This is an optimization exercise on Yosys and OpenROAD, whose aim is small area, a short achievable clock period and few clock cycles, not a production implementation. Where RTL was checked, it was by simulation tests only, not by an equivalence proof against the original. Power and IR drop assume default switching activity.

== old ==
Design corr_channel, start of the top module:
module corr_channel (
    input  wire        clk,
    input  wire        rst,
    input  wire        cfg_valid,
    output wire        cfg_ready,
    input  wire [35:0] cfg_fcw,
    input  wire [35:0] cfg_phi,
    input  wire [35:0] cfg_cfw,
    input  wire [35:0] cfg_frac,
    input  wire [3:0]  cfg_de,
    input  wire [3:0]  cfg_dv,
    input  wire [23:0] cfg_nsamp,
    input  wire        s_valid,
    output wire        s_ready,
    input  wire        s_x,
    input  wire [3:0]  s_i,
    input  wire [3:0]  s_q,
    input  wire        chip,
    output wire        chip_take,
    output wire        res_valid,
    output wire [31:0] res_ve_i,
    output wire [31:0] res_ve_q,
    output wire [31:0] res_e_i,
    output wire [31:0] res_e_q,
    output wire [31:0] res_p_i,
    output wire [31:0] res_p_q,
    output wire [31:0] res_l_i,
    output wire [31:0] res_l_q,
    output wire [31:0] res_vl_i,
    output wire [31:0] res_vl_q,
    output wire [23:0] res_used,
    output wire        res_range
);
Size: ~4,500 cells after synthesis, roughly 660 flip-flops, roughly 540 I/O pins, ~0.040 mm2 of cells after synthesis.
export LEC_CHECK = 0
export CAP_MARGIN = 20
export CORE_MARGIN = 2
export CORE_UTILIZATION = 40
export PLACE_DENSITY = 0.6
export SLEW_MARGIN = 20
create_clock -name core_clock -period 13.0 [get_ports {clk}]
standard.sh (not shown) runs the stock make flow with config.mk's settings and CLKGATE_MAP_FILE= SYNTH_SCRIPT=/design/flow/synth_recipe.tcl, a recipe that flattens the netlist after the stock synthesis.
==> flow/flow/run.sh <==
#!/bin/bash
# Standard layout with plain buffers (buf_1) on the ports, and timing repair
# aimed well below the 13 ns constraint (setup margin), so that the resizer
# shortens the paths that set the achieved period.
set -euo pipefail
export BUFFER_PORTS_ARGS="-buffer_cell sky130_fd_sc_hd__buf_1"
export SETUP_SLACK_MARGIN=9.2
bash standard.sh finish > flow.log 2>&1
old completed end to end with timing, DRC and antenna clean.
Edits applied to the flow inputs when going from old to new:
diff --git a/flow/design.v b/flow/design.v
--- a/flow/design.v
+++ b/flow/design.v
@@ -225,49 +225,51 @@
   wire [4:0] fh_de = {1'b0, fh} + {1'b0, de};
   wire [4:0] fh_dv = {1'b0, fh} + {1'b0, dv};
   wire [4:0] r_n;
   assign r_n[0] = (fh < dv) ? c_m : c_0;      
   assign r_n[1] = (fh < de) ? c_m : c_0;      
   assign r_n[2] = c_0;                        
   assign r_n[3] = fh_de[4] ? c_p : c_0;       
   assign r_n[4] = fh_dv[4] ? c_p : c_0;       
   wire [1:0] quad = phase[35:34];
-  wire [2:0] ui_n = quad[0] ? si_uq : si_ui;
-  wire [2:0] uq_n = quad[0] ? si_ui : si_uq;
   wire       ni_n = (quad[0] ? si_sq : si_si) ^ quad[1];
   wire       nq_n = (quad[0] ? si_si : si_sq) ^ quad[1] ^ quad[0];
   wire [5:0] wc_n, ws_n;
   corr_cos_sin u_lut (.m(phase[33:30]), .wc(wc_n), .ws(ws_n));
-  wire [3:0] mi_n = {ui_n, 1'b1};
-  wire [3:0] mq_n = {uq_n, 1'b1};
-  wire [9:0] p1_n = mi_n * wc_n;
-  wire [9:0] p2_n = mq_n * ws_n;
-  wire [9:0] p3_n = mq_n * wc_n;
-  wire [9:0] p4_n = mi_n * ws_n;
-  reg        m_v, m_x, m_last, m_ni, m_nq;
+  wire [3:0] mi_n = {si_ui, 1'b1};
+  wire [3:0] mq_n = {si_uq, 1'b1};
+  wire [9:0] pa_n = mi_n * wc_n;    
+  wire [9:0] pb_n = mq_n * ws_n;    
+  wire [9:0] pc_n = mq_n * wc_n;    
+  wire [9:0] pd_n = mi_n * ws_n;    
+  reg        m_v, m_x, m_last, m_ni, m_nq, m_sw;
   reg  [4:0] m_r;
-  reg  [9:0] m_p1, m_p2, m_p3, m_p4;
+  reg  [9:0] m_pa, m_pb, m_pc, m_pd;
   always @(posedge clk) begin
     if (rst) m_v <= 1'b0;
     else     m_v <= nv;
     m_x    <= si_x;
     m_last <= rem1;
     m_r    <= r_n;
     m_ni   <= ni_n;
     m_nq   <= nq_n;
-    m_p1   <= p1_n;
-    m_p2   <= p2_n;
-    m_p3   <= p3_n;
-    m_p4   <= p4_n;
+    m_sw   <= quad[0];
+    m_pa   <= pa_n;
+    m_pb   <= pb_n;
+    m_pc   <= pc_n;
+    m_pd   <= pd_n;
   end
-  wire        opp  = m_ni ^ m_nq;
-  wire [11:0] re = {2'b00, m_p1} + (opp ? -{2'b00, m_p2} : {2'b00, m_p2});
-  wire [11:0] im = {2'b00, m_p3} + (opp ? {2'b00, m_p4} : -{2'b00, m_p4});
+  wire        opp = m_ni ^ m_nq;
+  wire        s_b = opp ^ m_sw;
+  wire [11:0] u_s = {2'b00, m_pa} + (s_b ? -{2'b00, m_pb} : {2'b00, m_pb});
+  wire [11:0] v_s = {2'b00, m_pc} + (s_b ? {2'b00, m_pd} : -{2'b00, m_pd});
+  wire [11:0] re = m_sw ? v_s : u_s;
+  wire [11:0] im = m_sw ? u_s : v_s;
   wire        m_en = m_v & !m_x;
   reg        a_v, a_en, a_last;
   reg  [4:0] a_ni, a_nq;
   reg [11:0] a_re, a_im;
   always @(posedge clk) begin
     if (rst) begin
       a_v     <= 1'b0;
       a_en    <= 1'b0;
       a_last  <= 1'b0;
==> run summary <==
- Sort new and old by total wire length desc -> top: new
- Compared old against new; half-perimeter wire length of the detailed placement result within noise.
- Higher global-route wire length before repair goes to new over old.
- Relative contribution of the clock network to total power ends up lower on new.
- Looking at area fraction in compound gates after synthesis, new sits 0.41 points lower than old does.
- new contains fewer vias than old.
- Initial antenna violation count ends up higher on new.
- Going from old to new, the share of total power consumed by net switching was found to have gone up by 0.74 points.
- Looking only at area enclosed by the die boundary, and setting everything else aside, the higher value of new and old goes to old.
Function was not checked in any run of this note: the RTL went through the layout flow alone.

========
corr_channel with an RTL version that a note above also has.
For scale: roughly 660 flip-flops, ~540 I/O pins, about 40000 um2 of cells after synthesis.
Settings: LEC_CHECK=0, CAP_MARGIN=20, CORE_MARGIN=2, CORE_UTILIZATION=40, PLACE_DENSITY=0.6, SLEW_MARGIN=20; clock period 13.0 ns.
==> flow/flow/run.sh <==
#!/bin/bash
# Standard layout with plain buffers (buf_1) on the ports, and timing repair
# aimed well below the 13 ns constraint (setup margin), so that the resizer
# shortens the paths that set the achieved period.
set -euo pipefail
export BUFFER_PORTS_ARGS="-buffer_cell sky130_fd_sc_hd__buf_1"
export SETUP_SLACK_MARGIN=8.9
bash standard.sh finish > flow.log 2>&1
The first run finished clean.
Next try:
--- a/flow/design.v
+++ b/flow/design.v
@@ -123,81 +123,77 @@
   reg        si_v;        
   reg        si_x;
   reg        si_si, si_sq;    
   reg  [2:0] si_ui, si_uq;    
   reg [35:0] fcw, cfw, phase, frac;
   reg  [3:0] de, dv;
   reg [23:0] rem;         
   reg        rem1;        
   reg        fresh;       
   reg  [6:0] q;
-  reg  [2:0] occ;
+  reg  [6:0] qv;          
   reg        take;
   reg        pend;        
   reg        cfg_ready_q, s_ready_q, take_q;    
   wire s_fire = s_valid & s_rdy;
-  wire win_ok = (occ >= (pend ? 3'd4 : 3'd3));
+  wire win_ok = pend ? qv[3] : qv[2];
   wire nv     = si_v & wact & !fresh & win_ok;    
   wire lastn  = nv & rem1;
   wire [35:0] frac_sum, phase_sum;
   wire        carry, unused_co;
-  add_bk #(36) u_frac  (.a(frac),  .b(cfw), .ci(1'b0), .s(frac_sum),  .co(carry));
-  add_bk #(36) u_phase (.a(phase), .b(fcw), .ci(1'b0), .s(phase_sum), .co(unused_co));
+  assign {carry, frac_sum}      = {1'b0, frac} + {1'b0, cfw};
+  assign {unused_co, phase_sum} = {1'b0, phase} + {1'b0, fcw};
   wire [6:0] q_p   = pend ? {1'b0, q[6:1]} : q;
+  wire [6:0] qv_p  = pend ? {1'b0, qv[6:1]} : qv;
   wire [6:0] q_sh  = lastn ? {3'b000, q_p[6:3]} : q_p;
-  wire [2:0] occ_p = occ - {2'b00, pend} - (lastn ? 3'd3 : 3'd0);
-  wire [2:0] occ_n = occ_p + {2'b00, take};
-  reg  [6:0] q_n;
-  integer j;
-  always @(*) begin
-    q_n = q_sh;
-    for (j = 0; j < 7; j = j + 1)
-      if (take && occ_p == j) q_n[j] = chip;
-  end
+  wire [6:0] qv_sh = lastn ? {3'b000, qv_p[6:3]} : qv_p;
+  wire [6:0] put   = {7{take}} & ~qv_sh & {qv_sh[5:0], 1'b1};    
+  wire [6:0] q_n   = (q_sh & ~put) | ({7{chip}} & put);
+  wire [6:0] qv_n  = qv_sh | put;
   wire       wact_n = rdy ? cfg_valid : (wact & !lastn);
   wire       si_v_n = s_fire | (si_v & !nv);
   wire       rem2   = (rem == 24'd2);
   wire [23:0] rt;
   assign rt[0] = 1'b1;
   genvar gi;
   generate
     for (gi = 1; gi < 24; gi = gi + 1) begin : g_rem
       assign rt[gi] = ~|rem[gi-1:0];
     end
   endgenerate
   wire       fresh_n = rdy & cfg_valid;
-  wire       free_n  = !si_v_n | (wact_n & !fresh_n & (occ_n >= 3'd4));
+  wire       free_n  = !si_v_n | (wact_n & !fresh_n & qv_n[3]);
   always @(posedge clk) begin
     if (rst) begin
       rdy   <= 1'b1;
       wact  <= 1'b0;
       s_rdy <= 1'b0;
       si_v  <= 1'b0;
-      occ   <= 3'd0;
+      qv    <= 7'd0;
       take  <= 1'b0;
       pend  <= 1'b0;
       fresh <= 1'b0;
       cfg_ready_q <= 1'b1;
       s_ready_q   <= 1'b0;
       take_q      <= 1'b0;
     end else begin
       rdy   <= rdy ? !cfg_valid : lastn;
       wact  <= wact_n;
       fresh <= fresh_n;
       s_rdy <= free_n;
       pend  <= nv & !rem1 & carry;
       si_v  <= si_v_n;
-      occ   <= occ_n;
-      take  <= (occ_n != 3'd7);
+      qv    <= qv_n;
+      take  <= !qv_n[6];
       cfg_ready_q <= rdy ? !cfg_valid : lastn;
       s_ready_q   <= free_n;
-      take_q      <= (occ_n != 3'd7);
+      take_q      <= !qv_n[6];
     end
   end
   always @(posedge clk) begin
     q <= q_n;
     if (s_rdy) begin
       si_x  <= s_x;
       si_si <= s_i[3];
       si_sq <= s_q[3];
       si_ui <= s_i[2:0] ^ {3{s_i[3]}};
       si_uq <= s_q[2:0] ^ {3{s_q[3]}};
What happened: The new run completed without violations. Die area came out higher by 2.8%. Design area came out higher by 2.2%. Worst setup slack gains 0.023 ns. Total power came out higher by 2.5%. Hold slack is about the same. Sequential power came out lower by about 2%.
Testbench counts after the change, summed over its fixed seeds: cycles 122,042.
Only the layout flow was run in the first run of this note; the RTL was not checked for function there.

==> separate check: timing with driven ports <==
The results above use ideal ports. As a check the final layouts listed here were re-extracted and re-timed, cells and wires unchanged. Step 1 sets driving cells, clkbuf_16 on the clock port and buf_2 on the other inputs (assumed; they add their load-dependent delay and slew). Step 2, shift: input delay + t, output delay - t, t = (earliest + latest rising clock arrival at the registers) / 2. This alone moves slack from input paths to output paths. a / b / c = ideal ports / drivers / drivers and shift; a / b = the first two.
run | shift t [ns] | setup slack, ns | clock arrival spread, ns
old | 0.695 | 9.179 / 9.163 / 9.107 | 0.045 / 0.045
new | 0.712 | 8.967 / 8.967 / 8.967 | 0.037 / 0.038
the first run of note 2 | 0.710 | 8.939 / 8.873 / 8.959 | 0.040 / 0.039
the second run of note 2 | 0.728 | 8.962 / 8.896 / 9.095 | 0.032 / 0.033
After both steps every run listed still meets setup and hold. For old, which loses most, drivers alone change the setup slack by -0.016 ns; drivers and shift together by -0.072 ns.
